Background: an optimization exercise with open tools, aiming at small area, a short achievable clock period and few clock cycles per item. Do not read the settings as production practice.
For this run, only the layout was checked, not whether the RTL still works.

==> flow/design.v <==
module plate_backend (
    input  wire        clk,
    input  wire        rst,           
    input  wire        in_valid,
    output wire        in_ready,
    input  wire [15:0] in_v,          
    input  wire [15:0] in_gain_f,     
    input  wire [15:0] in_gain_u,     
    input  wire [15:0] in_ofs_f,      
    input  wire [15:0] in_ofs_u,      
    input  wire [15:0] in_master,     
    input  wire [15:0] in_knee,       
    input  wire        in_split,      
    input  wire        in_dark,       
    input  wire [3:0]  in_depth,      
    input  wire [1:0]  in_dither,     
    input  wire [2:0]  in_px,         
    input  wire [2:0]  in_py,         
    input  wire [2:0]  in_t,          
    input  wire        in_lim_en,     
    input  wire [15:0] in_lim,        
    output wire        out_valid,
    input  wire        out_ready,
    output wire [13:0] out_code
);
    localparam LAST = 25;
    localparam CAP  = 27;          
    localparam PW   = $clog2(CAP);
    localparam NW   = $clog2(CAP + 1);
    function [32:0] dstep16(input [16:0] r, input [15:0] q, input [16:0] dd);
        reg [17:0] tr, df;
        begin
            tr = {r, q[15]};
            df = tr - {1'b0, dd};
            dstep16 = df[17] ? {tr[16:0], q[14:0], 1'b0} : {df[16:0], q[14:0], 1'b1};
        end
    endfunction
    function [30:0] dstep14(input [16:0] r, input [13:0] q, input [16:0] dd);
        reg [17:0] tr, df;
        begin
            tr = {r, q[13]};
            df = tr - {1'b0, dd};
            dstep14 = df[17] ? {tr[16:0], q[12:0], 1'b0} : {df[16:0], q[12:0], 1'b1};
        end
    endfunction
    reg  [NW-1:0] cnt;                
    reg           rdy;
    wire          acc  = in_valid & rdy;
    wire          take;
    wire [NW-1:0] cnt_n = cnt + {{(NW-1){1'b0}}, acc} - {{(NW-1){1'b0}}, take};
    assign in_ready = rdy;
    always @(posedge clk) begin
        if (rst) begin
            cnt <= {NW{1'b0}};
            rdy <= 1'b0;
        end else begin
            cnt <= cnt_n;
            rdy <= (cnt_n < CAP);
        end
    end
    reg [LAST:1] ok;
    always @(posedge clk) begin
        if (rst) ok <= {LAST{1'b0}};
        else     ok <= {ok[LAST-1:1], acc};
    end
    reg  [15:0] gf_s1;
    reg  [15:0] gu_s1;
    reg  [15:0] of_s1;
    reg  [15:0] ou_s1;
    reg  [15:0] b_s1;
    reg  [15:0] k_s1;
    reg  [0:0] split_s1;
    reg  [0:0] dark_s1;
    reg  [15:0] v_s1;
    reg  [0:0] lim_en_s1;
    reg  [1:0] dith_s1;
    reg  [2:0] px_s1;
    reg  [2:0] py_s1;
    reg  [2:0] t_s1;
    reg  [15:0] lim_s1;
    reg  [3:0] d_s1;
    always @(posedge clk) begin
        gf_s1 <= in_gain_f;
        gu_s1 <= in_gain_u;
        of_s1 <= in_ofs_f;
        ou_s1 <= in_ofs_u;
        b_s1 <= in_master;
        k_s1 <= in_knee;
        split_s1 <= in_split;
        dark_s1 <= in_dark;
        v_s1 <= in_v;
        lim_en_s1 <= in_lim_en;
        dith_s1 <= in_dither;
        px_s1 <= in_px;
        py_s1 <= in_py;
        t_s1 <= in_t;
        lim_s1 <= in_lim;
        d_s1 <= in_depth;
    end
    wire [23:0] pgl = gf_s1 * gu_s1[7:0];
    wire [23:0] pgh = gf_s1 * gu_s1[15:8];
    reg  [23:0] pgl_s2;
    reg  [23:0] pgh_s2;
    reg  [15:0] of_s2;
    reg  [15:0] ou_s2;
    reg  [15:0] b_s2;
    reg  [15:0] k_s2;
    reg  [0:0] split_s2;
    reg  [0:0] dark_s2;
    reg  [15:0] v_s2;
    reg  [0:0] lim_en_s2;
    reg  [1:0] dith_s2;
    reg  [2:0] px_s2;
    reg  [2:0] py_s2;
    reg  [2:0] t_s2;
    reg  [15:0] lim_s2;
    reg  [3:0] d_s2;
    always @(posedge clk) begin
        pgl_s2 <= pgl;
        pgh_s2 <= pgh;
        of_s2 <= of_s1;
        ou_s2 <= ou_s1;
        b_s2 <= b_s1;
        k_s2 <= k_s1;
        split_s2 <= split_s1;
        dark_s2 <= dark_s1;
        v_s2 <= v_s1;
        lim_en_s2 <= lim_en_s1;
        dith_s2 <= dith_s1;
        px_s2 <= px_s1;
        py_s2 <= py_s1;
        t_s2 <= t_s1;
        lim_s2 <= lim_s1;
        d_s2 <= d_s1;
    end
    wire [31:0] pg = {8'd0, pgl_s2} + {pgh_s2, 8'd0} + 32'd16384;
    wire [15:0] g = pg[31] ? 16'hFFFF : pg[30:15];
    wire [16:0] osum = {of_s2[15], of_s2} + {ou_s2[15], ou_s2};
    wire [15:0] o = (osum[16] != osum[15]) ? {osum[16], {15{~osum[16]}}} : osum[15:0];
    wire [0:0] bgek = b_s2 >= k_s2;
    wire [0:0] dv = split_s2 & ~bgek;
    wire [0:0] ns = ~split_s2;
    wire [16:0] den = dv ? {k_s2, 1'b0} : split_s2 ? {1'b0, b_s2} : 17'd65535;
    wire [0:0] zero = dark_s2 | (v_s2 == 16'd0);
    wire [0:0] clen = lim_en_s2 & ~dark_s2;
    wire [0:0] off = dith_s2 == 2'd0;
    wire [2:0] xy = px_s2 ^ py_s2;
    wire [8:0] idx = (dith_s2 == 2'd1) ? {xy[0], py_s2[0], xy[1], py_s2[1], xy[2], py_s2[2], 3'b100} : {t_s2[0], t_s2[1], t_s2[2], xy[0], py_s2[0], xy[1], py_s2[1], xy[2], py_s2[2]};
    wire [29:0] nlim = ({14'd0, lim_s2} << d_s2) - {14'd0, lim_s2};
    wire [30:0] nl2 = dv ? {nlim, 1'b0} : {1'b0, nlim};
    wire [16:0] f_r0 = nl2[30:14];
    wire [13:0] f_q0 = nl2[13:0];
    wire [0:0] fovf = nl2[30:14] >= den;
    wire [30:0] f_x1 = dstep14(f_r0, f_q0, den);
    wire [16:0] f_r1 = f_x1[30:14];
    wire [13:0] f_q1 = f_x1[13:0];
    reg  [15:0] b_s3;
    reg  [15:0] v_s3;
    reg  [3:0] d_s3;
    reg  [15:0] g_s3;
    reg  [15:0] o_s3;
    reg  [0:0] dv_s3;
    reg  [16:0] den_s3;
    reg  [0:0] ns_s3;
    reg  [16:0] f_r1_s3;
    reg  [13:0] f_q1_s3;
    reg  [0:0] fovf_s3;
    reg  [0:0] off_s3;
    reg  [8:0] idx_s3;
    reg  [0:0] zero_s3;
    reg  [0:0] clen_s3;
    always @(posedge clk) begin
        b_s3 <= b_s2;
        v_s3 <= v_s2;
        d_s3 <= d_s2;
        g_s3 <= g;
        o_s3 <= o;
        dv_s3 <= dv;
        den_s3 <= den;
        ns_s3 <= ns;
        f_r1_s3 <= f_r1;
        f_q1_s3 <= f_q1;
        fovf_s3 <= fovf;
        off_s3 <= off;
        idx_s3 <= idx;
        zero_s3 <= zero;
        clen_s3 <= clen;
    end
    wire [23:0] yll = v_s3 * g_s3[7:0];
    wire [23:0] ylh = v_s3 * g_s3[15:8];
    wire [30:0] f_x2 = dstep14(f_r1_s3, f_q1_s3, den_s3);
    wire [16:0] f_r2 = f_x2[30:14];
    wire [13:0] f_q2 = f_x2[13:0];
    reg  [15:0] b_s4;
    reg  [3:0] d_s4;
    reg  [15:0] g_s4;
    reg  [23:0] yll_s4;
    reg  [23:0] ylh_s4;
    reg  [15:0] o_s4;
    reg  [0:0] dv_s4;
    reg  [16:0] den_s4;
    reg  [0:0] ns_s4;
    reg  [16:0] f_r2_s4;
    reg  [13:0] f_q2_s4;
    reg  [0:0] fovf_s4;
    reg  [0:0] off_s4;
    reg  [8:0] idx_s4;
    reg  [0:0] zero_s4;
    reg  [0:0] clen_s4;
    always @(posedge clk) begin
        b_s4 <= b_s3;
        d_s4 <= d_s3;
        g_s4 <= g_s3;
        yll_s4 <= yll;
        ylh_s4 <= ylh;
        o_s4 <= o_s3;
        dv_s4 <= dv_s3;
        den_s4 <= den_s3;
        ns_s4 <= ns_s3;
        f_r2_s4 <= f_r2;
        f_q2_s4 <= f_q2;
        fovf_s4 <= fovf_s3;
        off_s4 <= off_s3;
        idx_s4 <= idx_s3;
        zero_s4 <= zero_s3;
        clen_s4 <= clen_s3;
    end
    wire [33:0] yl = {10'd0, yll_s4} + {2'd0, ylh_s4, 8'd0} + {{3{o_s4[15]}}, o_s4, 15'd16384};
    wire [15:0] y = yl[33] ? 16'd0 : (yl[32:31] != 2'b00) ? 16'hFFFF : yl[30:15];
    wire [1:0] c1g = (g_s4 >= 16'd49152) ? 2'd2 : (g_s4 >= 16'd16384) ? 2'd1 : 2'd0;
    wire [16:0] y1s = {o_s4[15], o_s4} + {15'd0, c1g};
    wire [15:0] y1 = y1s[16] ? 16'd0 : y1s[15:0];
    wire [30:0] f_x3 = dstep14(f_r2_s4, f_q2_s4, den_s4);
    wire [16:0] f_r3 = f_x3[30:14];
    wire [13:0] f_q3 = f_x3[13:0];
    reg  [15:0] b_s5;
    reg  [3:0] d_s5;
    reg  [0:0] dv_s5;
    reg  [16:0] den_s5;
    reg  [0:0] ns_s5;
    reg  [15:0] y_s5;
    reg  [15:0] y1_s5;
    reg  [16:0] f_r3_s5;
    reg  [13:0] f_q3_s5;
    reg  [0:0] fovf_s5;
    reg  [0:0] off_s5;
    reg  [8:0] idx_s5;
    reg  [0:0] zero_s5;
    reg  [0:0] clen_s5;
    always @(posedge clk) begin
        b_s5 <= b_s4;
        d_s5 <= d_s4;
        dv_s5 <= dv_s4;
        den_s5 <= den_s4;
        ns_s5 <= ns_s4;
        y_s5 <= y;
        y1_s5 <= y1;
        f_r3_s5 <= f_r3;
        f_q3_s5 <= f_q3;
        fovf_s5 <= fovf_s4;
        off_s5 <= off_s4;
        idx_s5 <= idx_s4;
        zero_s5 <= zero_s4;
        clen_s5 <= clen_s4;
    end
    wire [16:0] madd = dv_s5 ? {1'b0, den_s5[16:1]} : ns_s5 ? 17'd32767 : 17'd0;
    wire [16:0] ma0 = dv_s5 ? {y_s5, 1'b0} : {1'b0, y_s5};
    wire [16:0] ma1 = dv_s5 ? {y1_s5, 1'b0} : {1'b0, y1_s5};
    wire [24:0] m0l = ma0 * b_s5[7:0];
    wire [24:0] m0h = ma0 * b_s5[15:8];
    wire [24:0] m1l = ma1 * b_s5[7:0];
    wire [24:0] m1h = ma1 * b_s5[15:8];
    wire [30:0] f_x4 = dstep14(f_r3_s5, f_q3_s5, den_s5);
    wire [16:0] f_r4 = f_x4[30:14];
    wire [13:0] f_q4 = f_x4[13:0];
    reg  [3:0] d_s6;
    reg  [16:0] den_s6;
    reg  [24:0] m0l_s6;
    reg  [24:0] m0h_s6;
    reg  [16:0] madd_s6;
    reg  [24:0] m1l_s6;
    reg  [24:0] m1h_s6;
    reg  [16:0] f_r4_s6;
    reg  [13:0] f_q4_s6;
    reg  [0:0] fovf_s6;
    reg  [0:0] off_s6;
    reg  [8:0] idx_s6;
    reg  [0:0] zero_s6;
    reg  [0:0] clen_s6;
    always @(posedge clk) begin
        d_s6 <= d_s5;
        den_s6 <= den_s5;
        m0l_s6 <= m0l;
        m0h_s6 <= m0h;
        madd_s6 <= madd;
        m1l_s6 <= m1l;
        m1h_s6 <= m1h;
        f_r4_s6 <= f_r4;
        f_q4_s6 <= f_q4;
        fovf_s6 <= fovf_s5;
        off_s6 <= off_s5;
        idx_s6 <= idx_s5;
        zero_s6 <= zero_s5;
        clen_s6 <= clen_s5;
    end
    wire [32:0] m0 = {8'd0, m0l_s6} + {m0h_s6, 8'd0} + {16'd0, madd_s6};
    wire [32:0] m1 = {8'd0, m1l_s6} + {m1h_s6, 8'd0} + {16'd0, madd_s6};
    wire [30:0] f_x5 = dstep14(f_r4_s6, f_q4_s6, den_s6);
    wire [16:0] f_r5 = f_x5[30:14];
    wire [13:0] f_q5 = f_x5[13:0];
    reg  [3:0] d_s7;
    reg  [16:0] den_s7;
    reg  [32:0] m0_s7;
    reg  [32:0] m1_s7;
    reg  [16:0] f_r5_s7;
    reg  [13:0] f_q5_s7;
    reg  [0:0] fovf_s7;
    reg  [0:0] off_s7;
    reg  [8:0] idx_s7;
    reg  [0:0] zero_s7;
    reg  [0:0] clen_s7;
    always @(posedge clk) begin
        d_s7 <= d_s6;
        den_s7 <= den_s6;
        m0_s7 <= m0;
        m1_s7 <= m1;
        f_r5_s7 <= f_r5;
        f_q5_s7 <= f_q5;
        fovf_s7 <= fovf_s6;
        off_s7 <= off_s6;
        idx_s7 <= idx_s6;
        zero_s7 <= zero_s6;
        clen_s7 <= clen_s6;
    end
    wire [16:0] a_r0 = m0_s7[32:16];
    wire [15:0] a_q0 = m0_s7[15:0];
    wire [16:0] b_r0 = m1_s7[32:16];
    wire [15:0] b_q0 = m1_s7[15:0];
    wire [30:0] f_x6 = dstep14(f_r5_s7, f_q5_s7, den_s7);
    wire [16:0] f_r6 = f_x6[30:14];
    wire [13:0] f_q6 = f_x6[13:0];
    wire [32:0] a_x1 = dstep16(a_r0, a_q0, den_s7);
    wire [16:0] a_r1 = a_x1[32:16];
    wire [15:0] a_q1 = a_x1[15:0];
    wire [32:0] b_x1 = dstep16(b_r0, b_q0, den_s7);
    wire [16:0] b_r1 = b_x1[32:16];
    wire [15:0] b_q1 = b_x1[15:0];
    reg  [3:0] d_s8;
    reg  [16:0] den_s8;
    reg  [16:0] f_r6_s8;
    reg  [13:0] f_q6_s8;
    reg  [0:0] fovf_s8;
    reg  [16:0] a_r1_s8;
    reg  [15:0] a_q1_s8;
    reg  [16:0] b_r1_s8;
    reg  [15:0] b_q1_s8;
    reg  [0:0] off_s8;
    reg  [8:0] idx_s8;
    reg  [0:0] zero_s8;
    reg  [0:0] clen_s8;
    always @(posedge clk) begin
        d_s8 <= d_s7;
        den_s8 <= den_s7;
        f_r6_s8 <= f_r6;
        f_q6_s8 <= f_q6;
        fovf_s8 <= fovf_s7;
        a_r1_s8 <= a_r1;
        a_q1_s8 <= a_q1;
        b_r1_s8 <= b_r1;
        b_q1_s8 <= b_q1;
        off_s8 <= off_s7;
        idx_s8 <= idx_s7;
        zero_s8 <= zero_s7;
        clen_s8 <= clen_s7;
    end
    wire [30:0] f_x7 = dstep14(f_r6_s8, f_q6_s8, den_s8);
    wire [16:0] f_r7 = f_x7[30:14];
    wire [13:0] f_q7 = f_x7[13:0];
    wire [32:0] a_x2 = dstep16(a_r1_s8, a_q1_s8, den_s8);
    wire [16:0] a_r2 = a_x2[32:16];
    wire [15:0] a_q2 = a_x2[15:0];
    wire [32:0] b_x2 = dstep16(b_r1_s8, b_q1_s8, den_s8);
    wire [16:0] b_r2 = b_x2[32:16];
    wire [15:0] b_q2 = b_x2[15:0];
    reg  [3:0] d_s9;
    reg  [16:0] den_s9;
    reg  [16:0] f_r7_s9;
    reg  [13:0] f_q7_s9;
    reg  [0:0] fovf_s9;
    reg  [16:0] a_r2_s9;
    reg  [15:0] a_q2_s9;
    reg  [16:0] b_r2_s9;
    reg  [15:0] b_q2_s9;
    reg  [0:0] off_s9;
    reg  [8:0] idx_s9;
    reg  [0:0] zero_s9;
    reg  [0:0] clen_s9;
    always @(posedge clk) begin
        d_s9 <= d_s8;
        den_s9 <= den_s8;
        f_r7_s9 <= f_r7;
        f_q7_s9 <= f_q7;
        fovf_s9 <= fovf_s8;
        a_r2_s9 <= a_r2;
        a_q2_s9 <= a_q2;
        b_r2_s9 <= b_r2;
        b_q2_s9 <= b_q2;
        off_s9 <= off_s8;
        idx_s9 <= idx_s8;
        zero_s9 <= zero_s8;
        clen_s9 <= clen_s8;
    end
    wire [30:0] f_x8 = dstep14(f_r7_s9, f_q7_s9, den_s9);
    wire [16:0] f_r8 = f_x8[30:14];
    wire [13:0] f_q8 = f_x8[13:0];
    wire [32:0] a_x3 = dstep16(a_r2_s9, a_q2_s9, den_s9);
    wire [16:0] a_r3 = a_x3[32:16];
    wire [15:0] a_q3 = a_x3[15:0];
    wire [32:0] b_x3 = dstep16(b_r2_s9, b_q2_s9, den_s9);
    wire [16:0] b_r3 = b_x3[32:16];
    wire [15:0] b_q3 = b_x3[15:0];
    reg  [3:0] d_s10;
    reg  [16:0] den_s10;
    reg  [16:0] f_r8_s10;
    reg  [13:0] f_q8_s10;
    reg  [0:0] fovf_s10;
    reg  [16:0] a_r3_s10;
    reg  [15:0] a_q3_s10;
    reg  [16:0] b_r3_s10;
    reg  [15:0] b_q3_s10;
    reg  [0:0] off_s10;
    reg  [8:0] idx_s10;
    reg  [0:0] zero_s10;
    reg  [0:0] clen_s10;
    always @(posedge clk) begin
        d_s10 <= d_s9;
        den_s10 <= den_s9;
        f_r8_s10 <= f_r8;
        f_q8_s10 <= f_q8;
        fovf_s10 <= fovf_s9;
        a_r3_s10 <= a_r3;
        a_q3_s10 <= a_q3;
        b_r3_s10 <= b_r3;
        b_q3_s10 <= b_q3;
        off_s10 <= off_s9;
        idx_s10 <= idx_s9;
        zero_s10 <= zero_s9;
        clen_s10 <= clen_s9;
    end
    wire [30:0] f_x9 = dstep14(f_r8_s10, f_q8_s10, den_s10);
    wire [16:0] f_r9 = f_x9[30:14];
    wire [13:0] f_q9 = f_x9[13:0];
    wire [32:0] a_x4 = dstep16(a_r3_s10, a_q3_s10, den_s10);
    wire [16:0] a_r4 = a_x4[32:16];
    wire [15:0] a_q4 = a_x4[15:0];
    wire [32:0] b_x4 = dstep16(b_r3_s10, b_q3_s10, den_s10);
    wire [16:0] b_r4 = b_x4[32:16];
    wire [15:0] b_q4 = b_x4[15:0];
    reg  [3:0] d_s11;
    reg  [16:0] den_s11;
    reg  [16:0] f_r9_s11;
    reg  [13:0] f_q9_s11;
    reg  [0:0] fovf_s11;
    reg  [16:0] a_r4_s11;
    reg  [15:0] a_q4_s11;
    reg  [16:0] b_r4_s11;
    reg  [15:0] b_q4_s11;
    reg  [0:0] off_s11;
    reg  [8:0] idx_s11;
    reg  [0:0] zero_s11;
    reg  [0:0] clen_s11;
    always @(posedge clk) begin
        d_s11 <= d_s10;
        den_s11 <= den_s10;
        f_r9_s11 <= f_r9;
        f_q9_s11 <= f_q9;
        fovf_s11 <= fovf_s10;
        a_r4_s11 <= a_r4;
        a_q4_s11 <= a_q4;
        b_r4_s11 <= b_r4;
        b_q4_s11 <= b_q4;
        off_s11 <= off_s10;
        idx_s11 <= idx_s10;
        zero_s11 <= zero_s10;
        clen_s11 <= clen_s10;
    end
    wire [30:0] f_x10 = dstep14(f_r9_s11, f_q9_s11, den_s11);
    wire [16:0] f_r10 = f_x10[30:14];
    wire [13:0] f_q10 = f_x10[13:0];
    wire [32:0] a_x5 = dstep16(a_r4_s11, a_q4_s11, den_s11);
    wire [16:0] a_r5 = a_x5[32:16];
    wire [15:0] a_q5 = a_x5[15:0];
    wire [32:0] b_x5 = dstep16(b_r4_s11, b_q4_s11, den_s11);
    wire [16:0] b_r5 = b_x5[32:16];
    wire [15:0] b_q5 = b_x5[15:0];
    reg  [3:0] d_s12;
    reg  [16:0] den_s12;
    reg  [16:0] f_r10_s12;
    reg  [13:0] f_q10_s12;
    reg  [0:0] fovf_s12;
    reg  [16:0] a_r5_s12;
    reg  [15:0] a_q5_s12;
    reg  [16:0] b_r5_s12;
    reg  [15:0] b_q5_s12;
    reg  [0:0] off_s12;
    reg  [8:0] idx_s12;
    reg  [0:0] zero_s12;
    reg  [0:0] clen_s12;
    always @(posedge clk) begin
        d_s12 <= d_s11;
        den_s12 <= den_s11;
        f_r10_s12 <= f_r10;
        f_q10_s12 <= f_q10;
        fovf_s12 <= fovf_s11;
        a_r5_s12 <= a_r5;
        a_q5_s12 <= a_q5;
        b_r5_s12 <= b_r5;
        b_q5_s12 <= b_q5;
        off_s12 <= off_s11;
        idx_s12 <= idx_s11;
        zero_s12 <= zero_s11;
        clen_s12 <= clen_s11;
    end
    wire [30:0] f_x11 = dstep14(f_r10_s12, f_q10_s12, den_s12);
    wire [16:0] f_r11 = f_x11[30:14];
    wire [13:0] f_q11 = f_x11[13:0];
    wire [32:0] a_x6 = dstep16(a_r5_s12, a_q5_s12, den_s12);
    wire [16:0] a_r6 = a_x6[32:16];
    wire [15:0] a_q6 = a_x6[15:0];
    wire [32:0] b_x6 = dstep16(b_r5_s12, b_q5_s12, den_s12);
    wire [16:0] b_r6 = b_x6[32:16];
    wire [15:0] b_q6 = b_x6[15:0];
    reg  [3:0] d_s13;
    reg  [16:0] den_s13;
    reg  [16:0] f_r11_s13;
    reg  [13:0] f_q11_s13;
    reg  [0:0] fovf_s13;
    reg  [16:0] a_r6_s13;
    reg  [15:0] a_q6_s13;
    reg  [16:0] b_r6_s13;
    reg  [15:0] b_q6_s13;
    reg  [0:0] off_s13;
    reg  [8:0] idx_s13;
    reg  [0:0] zero_s13;
    reg  [0:0] clen_s13;
    always @(posedge clk) begin
        d_s13 <= d_s12;
        den_s13 <= den_s12;
        f_r11_s13 <= f_r11;
        f_q11_s13 <= f_q11;
        fovf_s13 <= fovf_s12;
        a_r6_s13 <= a_r6;
        a_q6_s13 <= a_q6;
        b_r6_s13 <= b_r6;
        b_q6_s13 <= b_q6;
        off_s13 <= off_s12;
        idx_s13 <= idx_s12;
        zero_s13 <= zero_s12;
        clen_s13 <= clen_s12;
    end
    wire [30:0] f_x12 = dstep14(f_r11_s13, f_q11_s13, den_s13);
    wire [16:0] f_r12 = f_x12[30:14];
    wire [13:0] f_q12 = f_x12[13:0];
    wire [32:0] a_x7 = dstep16(a_r6_s13, a_q6_s13, den_s13);
    wire [16:0] a_r7 = a_x7[32:16];
    wire [15:0] a_q7 = a_x7[15:0];
    wire [32:0] b_x7 = dstep16(b_r6_s13, b_q6_s13, den_s13);
    wire [16:0] b_r7 = b_x7[32:16];
    wire [15:0] b_q7 = b_x7[15:0];
    reg  [3:0] d_s14;
    reg  [16:0] den_s14;
    reg  [16:0] f_r12_s14;
    reg  [13:0] f_q12_s14;
    reg  [0:0] fovf_s14;
    reg  [16:0] a_r7_s14;
    reg  [15:0] a_q7_s14;
    reg  [16:0] b_r7_s14;
    reg  [15:0] b_q7_s14;
    reg  [0:0] off_s14;
    reg  [8:0] idx_s14;
    reg  [0:0] zero_s14;
    reg  [0:0] clen_s14;
    always @(posedge clk) begin
        d_s14 <= d_s13;
        den_s14 <= den_s13;
        f_r12_s14 <= f_r12;
        f_q12_s14 <= f_q12;
        fovf_s14 <= fovf_s13;
        a_r7_s14 <= a_r7;
        a_q7_s14 <= a_q7;
        b_r7_s14 <= b_r7;
        b_q7_s14 <= b_q7;
        off_s14 <= off_s13;
        idx_s14 <= idx_s13;
        zero_s14 <= zero_s13;
        clen_s14 <= clen_s13;
    end
    wire [30:0] f_x13 = dstep14(f_r12_s14, f_q12_s14, den_s14);
    wire [16:0] f_r13 = f_x13[30:14];
    wire [13:0] f_q13 = f_x13[13:0];
    wire [32:0] a_x8 = dstep16(a_r7_s14, a_q7_s14, den_s14);
    wire [16:0] a_r8 = a_x8[32:16];
    wire [15:0] a_q8 = a_x8[15:0];
    wire [32:0] b_x8 = dstep16(b_r7_s14, b_q7_s14, den_s14);
    wire [16:0] b_r8 = b_x8[32:16];
    wire [15:0] b_q8 = b_x8[15:0];
    reg  [3:0] d_s15;
    reg  [16:0] den_s15;
    reg  [16:0] f_r13_s15;
    reg  [13:0] f_q13_s15;
    reg  [0:0] fovf_s15;
    reg  [16:0] a_r8_s15;
    reg  [15:0] a_q8_s15;
    reg  [16:0] b_r8_s15;
    reg  [15:0] b_q8_s15;
    reg  [0:0] off_s15;
    reg  [8:0] idx_s15;
    reg  [0:0] zero_s15;
    reg  [0:0] clen_s15;
    always @(posedge clk) begin
        d_s15 <= d_s14;
        den_s15 <= den_s14;
        f_r13_s15 <= f_r13;
        f_q13_s15 <= f_q13;
        fovf_s15 <= fovf_s14;
        a_r8_s15 <= a_r8;
        a_q8_s15 <= a_q8;
        b_r8_s15 <= b_r8;
        b_q8_s15 <= b_q8;
        off_s15 <= off_s14;
        idx_s15 <= idx_s14;
        zero_s15 <= zero_s14;
        clen_s15 <= clen_s14;
    end
    wire [30:0] f_x14 = dstep14(f_r13_s15, f_q13_s15, den_s15);
    wire [16:0] f_r14 = f_x14[30:14];
    wire [13:0] f_q14 = f_x14[13:0];
    wire [13:0] top = (14'd1 << d_s15) - 14'd1;
    wire [13:0] cl = (fovf_s15 || f_q14 > top) ? top : f_q14;
    wire [32:0] a_x9 = dstep16(a_r8_s15, a_q8_s15, den_s15);
    wire [16:0] a_r9 = a_x9[32:16];
    wire [15:0] a_q9 = a_x9[15:0];
    wire [32:0] b_x9 = dstep16(b_r8_s15, b_q8_s15, den_s15);
    wire [16:0] b_r9 = b_x9[32:16];
    wire [15:0] b_q9 = b_x9[15:0];
    reg  [3:0] d_s16;
    reg  [16:0] den_s16;
    reg  [16:0] a_r9_s16;
    reg  [15:0] a_q9_s16;
    reg  [16:0] b_r9_s16;
    reg  [15:0] b_q9_s16;
    reg  [0:0] off_s16;
    reg  [8:0] idx_s16;
    reg  [0:0] zero_s16;
    reg  [0:0] clen_s16;
    reg  [13:0] cl_s16;
    always @(posedge clk) begin
        d_s16 <= d_s15;
        den_s16 <= den_s15;
        a_r9_s16 <= a_r9;
        a_q9_s16 <= a_q9;
        b_r9_s16 <= b_r9;
        b_q9_s16 <= b_q9;
        off_s16 <= off_s15;
        idx_s16 <= idx_s15;
        zero_s16 <= zero_s15;
        clen_s16 <= clen_s15;
        cl_s16 <= cl;
    end
    wire [32:0] a_x10 = dstep16(a_r9_s16, a_q9_s16, den_s16);
    wire [16:0] a_r10 = a_x10[32:16];
    wire [15:0] a_q10 = a_x10[15:0];
    wire [32:0] b_x10 = dstep16(b_r9_s16, b_q9_s16, den_s16);
    wire [16:0] b_r10 = b_x10[32:16];
    wire [15:0] b_q10 = b_x10[15:0];
    reg  [3:0] d_s17;
    reg  [16:0] den_s17;
    reg  [16:0] a_r10_s17;
    reg  [15:0] a_q10_s17;
    reg  [16:0] b_r10_s17;
    reg  [15:0] b_q10_s17;
    reg  [0:0] off_s17;
    reg  [8:0] idx_s17;
    reg  [0:0] zero_s17;
    reg  [0:0] clen_s17;
    reg  [13:0] cl_s17;
    always @(posedge clk) begin
        d_s17 <= d_s16;
        den_s17 <= den_s16;
        a_r10_s17 <= a_r10;
        a_q10_s17 <= a_q10;
        b_r10_s17 <= b_r10;
        b_q10_s17 <= b_q10;
        off_s17 <= off_s16;
        idx_s17 <= idx_s16;
        zero_s17 <= zero_s16;
        clen_s17 <= clen_s16;
        cl_s17 <= cl_s16;
    end
    wire [32:0] a_x11 = dstep16(a_r10_s17, a_q10_s17, den_s17);
    wire [16:0] a_r11 = a_x11[32:16];
    wire [15:0] a_q11 = a_x11[15:0];
    wire [32:0] b_x11 = dstep16(b_r10_s17, b_q10_s17, den_s17);
    wire [16:0] b_r11 = b_x11[32:16];
    wire [15:0] b_q11 = b_x11[15:0];
    reg  [3:0] d_s18;
    reg  [16:0] den_s18;
    reg  [16:0] a_r11_s18;
    reg  [15:0] a_q11_s18;
    reg  [16:0] b_r11_s18;
    reg  [15:0] b_q11_s18;
    reg  [0:0] off_s18;
    reg  [8:0] idx_s18;
    reg  [0:0] zero_s18;
    reg  [0:0] clen_s18;
    reg  [13:0] cl_s18;
    always @(posedge clk) begin
        d_s18 <= d_s17;
        den_s18 <= den_s17;
        a_r11_s18 <= a_r11;
        a_q11_s18 <= a_q11;
        b_r11_s18 <= b_r11;
        b_q11_s18 <= b_q11;
        off_s18 <= off_s17;
        idx_s18 <= idx_s17;
        zero_s18 <= zero_s17;
        clen_s18 <= clen_s17;
        cl_s18 <= cl_s17;
    end
    wire [32:0] a_x12 = dstep16(a_r11_s18, a_q11_s18, den_s18);
    wire [16:0] a_r12 = a_x12[32:16];
    wire [15:0] a_q12 = a_x12[15:0];
    wire [32:0] b_x12 = dstep16(b_r11_s18, b_q11_s18, den_s18);
    wire [16:0] b_r12 = b_x12[32:16];
    wire [15:0] b_q12 = b_x12[15:0];
    reg  [3:0] d_s19;
    reg  [16:0] den_s19;
    reg  [16:0] a_r12_s19;
    reg  [15:0] a_q12_s19;
    reg  [16:0] b_r12_s19;
    reg  [15:0] b_q12_s19;
    reg  [0:0] off_s19;
    reg  [8:0] idx_s19;
    reg  [0:0] zero_s19;
    reg  [0:0] clen_s19;
    reg  [13:0] cl_s19;
    always @(posedge clk) begin
        d_s19 <= d_s18;
        den_s19 <= den_s18;
        a_r12_s19 <= a_r12;
        a_q12_s19 <= a_q12;
        b_r12_s19 <= b_r12;
        b_q12_s19 <= b_q12;
        off_s19 <= off_s18;
        idx_s19 <= idx_s18;
        zero_s19 <= zero_s18;
        clen_s19 <= clen_s18;
        cl_s19 <= cl_s18;
    end
    wire [32:0] a_x13 = dstep16(a_r12_s19, a_q12_s19, den_s19);
    wire [16:0] a_r13 = a_x13[32:16];
    wire [15:0] a_q13 = a_x13[15:0];
    wire [32:0] b_x13 = dstep16(b_r12_s19, b_q12_s19, den_s19);
    wire [16:0] b_r13 = b_x13[32:16];
    wire [15:0] b_q13 = b_x13[15:0];
    reg  [3:0] d_s20;
    reg  [16:0] den_s20;
    reg  [16:0] a_r13_s20;
    reg  [15:0] a_q13_s20;
    reg  [16:0] b_r13_s20;
    reg  [15:0] b_q13_s20;
    reg  [0:0] off_s20;
    reg  [8:0] idx_s20;
    reg  [0:0] zero_s20;
    reg  [0:0] clen_s20;
    reg  [13:0] cl_s20;
    always @(posedge clk) begin
        d_s20 <= d_s19;
        den_s20 <= den_s19;
        a_r13_s20 <= a_r13;
        a_q13_s20 <= a_q13;
        b_r13_s20 <= b_r13;
        b_q13_s20 <= b_q13;
        off_s20 <= off_s19;
        idx_s20 <= idx_s19;
        zero_s20 <= zero_s19;
        clen_s20 <= clen_s19;
        cl_s20 <= cl_s19;
    end
    wire [32:0] a_x14 = dstep16(a_r13_s20, a_q13_s20, den_s20);
    wire [16:0] a_r14 = a_x14[32:16];
    wire [15:0] a_q14 = a_x14[15:0];
    wire [32:0] b_x14 = dstep16(b_r13_s20, b_q13_s20, den_s20);
    wire [16:0] b_r14 = b_x14[32:16];
    wire [15:0] b_q14 = b_x14[15:0];
    reg  [3:0] d_s21;
    reg  [16:0] den_s21;
    reg  [16:0] a_r14_s21;
    reg  [15:0] a_q14_s21;
    reg  [16:0] b_r14_s21;
    reg  [15:0] b_q14_s21;
    reg  [0:0] off_s21;
    reg  [8:0] idx_s21;
    reg  [0:0] zero_s21;
    reg  [0:0] clen_s21;
    reg  [13:0] cl_s21;
    always @(posedge clk) begin
        d_s21 <= d_s20;
        den_s21 <= den_s20;
        a_r14_s21 <= a_r14;
        a_q14_s21 <= a_q14;
        b_r14_s21 <= b_r14;
        b_q14_s21 <= b_q14;
        off_s21 <= off_s20;
        idx_s21 <= idx_s20;
        zero_s21 <= zero_s20;
        clen_s21 <= clen_s20;
        cl_s21 <= cl_s20;
    end
    wire [32:0] a_x15 = dstep16(a_r14_s21, a_q14_s21, den_s21);
    wire [16:0] a_r15 = a_x15[32:16];
    wire [15:0] a_q15 = a_x15[15:0];
    wire [32:0] b_x15 = dstep16(b_r14_s21, b_q14_s21, den_s21);
    wire [16:0] b_r15 = b_x15[32:16];
    wire [15:0] b_q15 = b_x15[15:0];
    reg  [3:0] d_s22;
    reg  [16:0] den_s22;
    reg  [16:0] a_r15_s22;
    reg  [15:0] a_q15_s22;
    reg  [16:0] b_r15_s22;
    reg  [15:0] b_q15_s22;
    reg  [0:0] off_s22;
    reg  [8:0] idx_s22;
    reg  [0:0] zero_s22;
    reg  [0:0] clen_s22;
    reg  [13:0] cl_s22;
    always @(posedge clk) begin
        d_s22 <= d_s21;
        den_s22 <= den_s21;
        a_r15_s22 <= a_r15;
        a_q15_s22 <= a_q15;
        b_r15_s22 <= b_r15;
        b_q15_s22 <= b_q15;
        off_s22 <= off_s21;
        idx_s22 <= idx_s21;
        zero_s22 <= zero_s21;
        clen_s22 <= clen_s21;
        cl_s22 <= cl_s21;
    end
    wire [32:0] a_x16 = dstep16(a_r15_s22, a_q15_s22, den_s22);
    wire [16:0] a_r16 = a_x16[32:16];
    wire [15:0] a_q16 = a_x16[15:0];
    wire [32:0] b_x16 = dstep16(b_r15_s22, b_q15_s22, den_s22);
    wire [16:0] b_r16 = b_x16[32:16];
    wire [15:0] b_q16 = b_x16[15:0];
    reg  [3:0] d_s23;
    reg  [0:0] off_s23;
    reg  [8:0] idx_s23;
    reg  [15:0] a_q16_s23;
    reg  [15:0] b_q16_s23;
    reg  [0:0] zero_s23;
    reg  [0:0] clen_s23;
    reg  [13:0] cl_s23;
    always @(posedge clk) begin
        d_s23 <= d_s22;
        off_s23 <= off_s22;
        idx_s23 <= idx_s22;
        a_q16_s23 <= a_q16;
        b_q16_s23 <= b_q16;
        zero_s23 <= zero_s22;
        clen_s23 <= clen_s22;
        cl_s23 <= cl_s22;
    end
    wire [15:0] th = off_s23 ? 16'h7FFF : {idx_s23, 7'h3F};
    wire [29:0] n0 = ({14'd0, a_q16_s23} << d_s23) - {14'd0, a_q16_s23} + {14'd0, th};
    wire [29:0] n1 = ({14'd0, b_q16_s23} << d_s23) - {14'd0, b_q16_s23} + {14'd0, th};
    reg  [29:0] n0_s24;
    reg  [29:0] n1_s24;
    reg  [0:0] zero_s24;
    reg  [0:0] clen_s24;
    reg  [13:0] cl_s24;
    always @(posedge clk) begin
        n0_s24 <= n0;
        n1_s24 <= n1;
        zero_s24 <= zero_s23;
        clen_s24 <= clen_s23;
        cl_s24 <= cl_s23;
    end
    wire [13:0] code0 = n0_s24[29:16] + {13'd0, ({3'd0, n0_s24[29:16]} + {1'b0, n0_s24[15:0]}) >= 17'd65535};
    wire [13:0] code1 = n1_s24[29:16] + {13'd0, ({3'd0, n1_s24[29:16]} + {1'b0, n1_s24[15:0]}) >= 17'd65535};
    reg  [0:0] zero_s25;
    reg  [0:0] clen_s25;
    reg  [13:0] code0_s25;
    reg  [13:0] cl_s25;
    reg  [13:0] code1_s25;
    always @(posedge clk) begin
        zero_s25 <= zero_s24;
        clen_s25 <= clen_s24;
        code0_s25 <= code0;
        cl_s25 <= cl_s24;
        code1_s25 <= code1;
    end
    wire [13:0] res = zero_s25 ? 14'd0 : (clen_s25 && code0_s25 > cl_s25) ? ((code1_s25 <= cl_s25) ? cl_s25 : 14'd0) : code0_s25;
    reg [13:0]   oreg;
    reg          ovld;
    reg [13:0]   fifo [0:CAP-2];
    reg [PW-1:0] wp, rp;
    reg [NW-1:0] fcnt;
    wire         wr    = ok[LAST];
    wire         load  = ~ovld | out_ready;
    wire         fne   = (fcnt != {NW{1'b0}});
    wire         bypass = load & ~fne;
    wire         push  = wr & ~bypass;
    wire         pop   = load & fne;
    assign out_valid = ovld;
    assign out_code  = oreg;
    assign take      = ovld & out_ready;
    always @(posedge clk) begin
        if (push) fifo[wp] <= res;
        if (load) oreg <= fne ? fifo[rp] : res;
        if (rst) begin
            ovld <= 1'b0;
            wp   <= {PW{1'b0}};
            rp   <= {PW{1'b0}};
            fcnt <= {NW{1'b0}};
        end else begin
            if (load) ovld <= fne | wr;
            if (push) wp <= (wp == CAP - 2) ? {PW{1'b0}} : wp + 1'b1;
            if (pop)  rp <= (rp == CAP - 2) ? {PW{1'b0}} : rp + 1'b1;
            fcnt <= fcnt + {{(NW-1){1'b0}}, push} - {{(NW-1){1'b0}}, pop};
        end
    end
endmodule
==> flow/flow/run.sh <==
#!/bin/bash
set -o pipefail
bash standard.sh SETUP_SLACK_MARGIN=7.5 finish > standard_flow.log 2>&1
==> flow/standard.sh <==
#!/bin/bash
# synth_recipe.tcl (not shown) runs the flow's synth.tcl, then flattens the netlist and writes it again
# the make line also repeats each setting of config.mk as NAME=value (left out here)
make -C /OpenROAD-flow-scripts/flow DESIGN_CONFIG=/design/flow/config.mk WORK_HOME=/design/flow/orfs CLKGATE_MAP_FILE= SYNTH_SCRIPT=/design/flow/synth_recipe.tcl "${@:-finish}"
==> flow/config.mk <==
export PLATFORM = sky130hd
export DESIGN_NAME = plate_backend
export DESIGN_NICKNAME = plate_backend
export VERILOG_FILES = /design/flow/design.v
export SDC_FILE = /design/flow/constraint.sdc
export NUM_CORES = 4
export LEC_CHECK = 0
export CAP_MARGIN = 20
export CORE_MARGIN = 2
export CORE_UTILIZATION = 40
export PLACE_DENSITY = 0.6
export SLEW_MARGIN = 20
==> flow/constraint.sdc <==
create_clock -name core_clock -period 11.0 [get_ports {clk}]
set_input_delay 2.2000 -clock core_clock [delete_from_list [all_inputs] [get_ports {clk}]]
set_output_delay 2.2000 -clock core_clock [all_outputs]
set_load 0.01 [all_outputs]
==> results.txt <==
## per-stage QoR
step | setup WS, ns | std cells | cell area, um2 | util
floorplan | 5.64 | 16165 | 175000 | -
global placement | 4.41 | 21771 | 183000 | 0.425
detailed placement | 4.40 | 21772 | 183000 | 0.425
CTS | 5.42 | 22912 | 203000 | 0.473
global route | 5.06 | 23089 | 208000 | 0.483
finish | 5.32 | 23090 | 208000 | 0.483
## state kept, by name, summed over array words and instances (netlist names), 24 cells and up, named ones only
name and cells:
m1l_s6 25, pgh_s2 24, m0h_s6 25, ok 25, m1h_s6 25, m1_s7 33, n0_s24 30, m0_s7 33
n1_s24 30, ylh_s4 24, fifo 364, m0l_s6 25
## worst max-delay path: cells and delay by family (launching register included)
family,cells,cell delay (ns)
mux,4,1.33
compound gates,9,1.64
simple gates,6,0.81
flops,1,0.42
buf+inv,1,0.21
xor+xnor,2,0.47
fa+ha+maj,2,0.70
## worst max-delay path by stage
stage | endpoint | slack, ns
2_1_floorplan | f_r1_s3[10] | 5.64
3_3_place_gp | f_r1_s3[4] | 4.41
3_5_place_dp | f_r1_s3[4] | 4.40
4_1_cts | f_r1_s3[1] | 5.42
5_1_grt | f_r1_s3[7] | 5.06
6_report | f_r1_s3[6] | 5.32
## layout make-up
class / instances / area share
flip-flops and latches: 3450 / 0.352
clock buffers: 491 / 0.0487
clock inverters: 155 / 0.0101
repair inverters: 4 / 0.000145
inverters: 1544 / 0.0283
diodes: 2 / 0.0000241
multi-input cells: 10851 / 0.484
well taps: 5710 / 0.0344
repair buffers: 883 / 0.0415
## per-layer routing
| metal | global-route usage | vias up |
|---|---|---|
| met5 | 0 | - |
| met4 | 0.0524 | 0 |
| met3 | 0.0201 | 688 |
| met2 | 0.322 | 2104 |
| met1 | 0.233 | 56849 |
| li1 | - | 57420 |
## repair_timing
action,in CTS,in global routing
cloned,20,9
setup buffers,474,167
hold buffers,0,0
endpoints found under the hold margin,0,0
endpoints found under the setup margin,1440,929
pin swaps,442,408
gates resized for setup,1041,648
## cells by family after synthesis
| kind of cell | after synthesis | synth area share |
|---|---|---|
| fa+ha+maj | 2357 | 0.206 |
| buf+inv | 1869 | 0.0410 |
| simple gates | 4011 | 0.114 |
| compound gates | 2636 | 0.103 |
| flops | 3450 | 0.423 |
| xor+xnor | 892 | 0.0454 |
| mux | 950 | 0.0679 |
## layout by cell type, fill, tap and decap left out, drive strengths merged, types with 226 or more instances in the layout
master     n
dfxtp   3072
inv     1561
xnor2    666
a21oi    682
nand2   1107
and2     529
a21o     235
ha      1564
o21a     286
mux2     626
nor3     330
buf      727
xor2     226
edfxtp   378
clkbuf   495
o21ai    426
nor2     883
fa       793
nor2b    338
==> impl_metrics.env <==
export IMPL_synthFlopType="dfxtp_1"
export IMPL_start_util=0.401
export IMPL_rsz0062_at_grt="true"
export IMPL_cp_start_kind="flip-flop"
export IMPL_nets=19596
export IMPL_startpoint="d_s2[0]"
export IMPL_timing_hold_violations_final=0
export IMPL_hold_slack_ns=0.273
export IMPL_synth_seq_cells=3450
export IMPL_skew_ns=0.0893
export IMPL_ff2ff_path_depth=24
export IMPL_yosysTopAreaCellShare=0.357
export IMPL_max_stage_delay_ns=0.57
export IMPL_antenna_found_initial=17
export IMPL_endpoint_kind="flip-flop"
export IMPL_cts_root_buf="clkbuf_16"
export IMPL_setup_viol=0
export IMPL_highest_signal_layer="met4"
export IMPL_final_antenna_net_count=0
export IMPL_tightest_slew_ns=1.12
export IMPL_netlist_instances=16165
export IMPL_place_hpwl_um=294000
export IMPL_wl_met1_um=180000
export IMPL_required_ns=11.81
export IMPL_drt_vias_per_instance=5.07
export IMPL_rrSetupSlack_ns=5.32
export IMPL_fp_dieH_um=660
export IMPL_wl_met2_um=199000
export IMPL_critPathMaxFanout=8
export IMPL_grt_pass1_vias=120079
export IMPL_status="timing/DRC/antenna clean"
export IMPL_clock_latency_ns=0.95
export IMPL_yosysWarnings=1
export IMPL_hold_depth=0
export IMPL_io_pins=166
export IMPL_synth_common_cells="dfxtp_1 (3072), ha_1 (1564), inv_1 (1525), nand2_1 (1107), nor2_1 (883)"
export IMPL_postRouteWirelength_um=406000
export IMPL_syn_area_um2=172000
export IMPL_drt_first_pass_iters=5
export IMPL_worstHoldStart="clen_s15"
export IMPL_r2r_end="f_r1_s3[6]"
export IMPL_drv_cap=0
export IMPL_syn2layout_area_growth_pct=20.4
export IMPL_slew_headroom=0.246
export IMPL_synth_area_per_cell_um2=10.7
export IMPL_yosysSeqAreaShare=0.423
export IMPL_h_tree_depth=5
export IMPL_crit_chain="mux4_2, mux2_4, nor2_4, a21oi_2, ha_1, and3_4, nand4_1, a311o_1, a21boi_2, o21a_1, nor2_2, xnor2_2, mux2i_2, ha_1, o21a_1, o31ai_4, a21oi_2, nor3b_4, nor2_2, a21boi_2, a211oi_4, xnor2_4, clkbuf_16, mux2_2"
export IMPL_finalCritPeriodShare=0.516
export IMPL_die_w_um=660
export IMPL_wl_per_cell_um=17.6
export IMPL_slew_violations=0
export IMPL_synth_distinct_cells=96
export IMPL_multiInputGateArea_um2=101000
export IMPL_arrival_ns=6.49
export IMPL_dieArea_um2=436000
export IMPL_path_clk_slew_ns=0.06
export IMPL_cts_tree="built"
export IMPL_cts_made_buffers=355
export IMPL_clock_sinks=3450
export IMPL_place_gp_congestion=0.865
export IMPL_maxClockFrequency_mhz=176
export IMPL_vias=117061
export IMPL_drc=0
export IMPL_dr_first_iter_drc_count=6176
export IMPL_synth_area_leaders="dfxtp_1 (36%), ha_1 (11%), fa_1 (9.2%), edfxtp_1 (6.6%), mux2_2 (4.0%)"
export IMPL_rows=241
export IMPL_coreArea_um2=430000
export IMPL_fin_tns_setup_ns=0
export IMPL_synth_async_sr_flop_share=0
export IMPL_syn_num_nets=18672
export IMPL_post_route_cells_drive_above_1_share=0.201
export IMPL_grt_max_degree=68
export IMPL_layout_min_cycle_time_ns=5.68
export IMPL_grt_pass1_wl_um=645000
export IMPL_crit_type="reg2reg"
export IMPL_regArea_um2=73200
export IMPL_synth_edf_count=378
export IMPL_whs_endpoint="clen_s16"
export IMPL_clockBufferDepth=4
export IMPL_critPathSlowestCell="mux4_2"
export IMPL_fillCellCount=38828
export IMPL_wl_met3_um=15300
export IMPL_r2r_start="d_s2[0]"
export IMPL_grt_overflow=0
export IMPL_synth_area_leader_cell="dfxtp_1"
export IMPL_yosysMostFrequentCell="dfxtp_1"
export IMPL_hold_class="reg2reg"
export IMPL_grtUsageTotal=0.182
export IMPL_port_buffers=165

-- static timing again, ports no longer ideal --
No port has a modelled driver above. Below, the same layout with a new extraction and two added sets of constraints.
Step 1, drivers: a clkbuf_16 drives clk and a buf_2 each remaining input, both assumed.
Step 2 times the ports against the registers' clock, not the clock port: input delays grow and output delays shrink by t, the midpoint of the rising clock arrivals with the driver on.
Three values: ideal, step 1, step 2; two values: the first two.
t, ns: 1.032
setup slack, ns: 5.319 / 5.319 / 5.319
hold slack, ns: 0.273 / 0.273 / 0.273
clock arrival spread, ns: 0.125 / 0.125
slew at the worst register clock pin (ns): 0.08 / 0.08
After both steps this run still meets setup and hold. For this run, drivers alone change the setup slack by 0.000 ns; drivers and shift together by 0.000 ns.
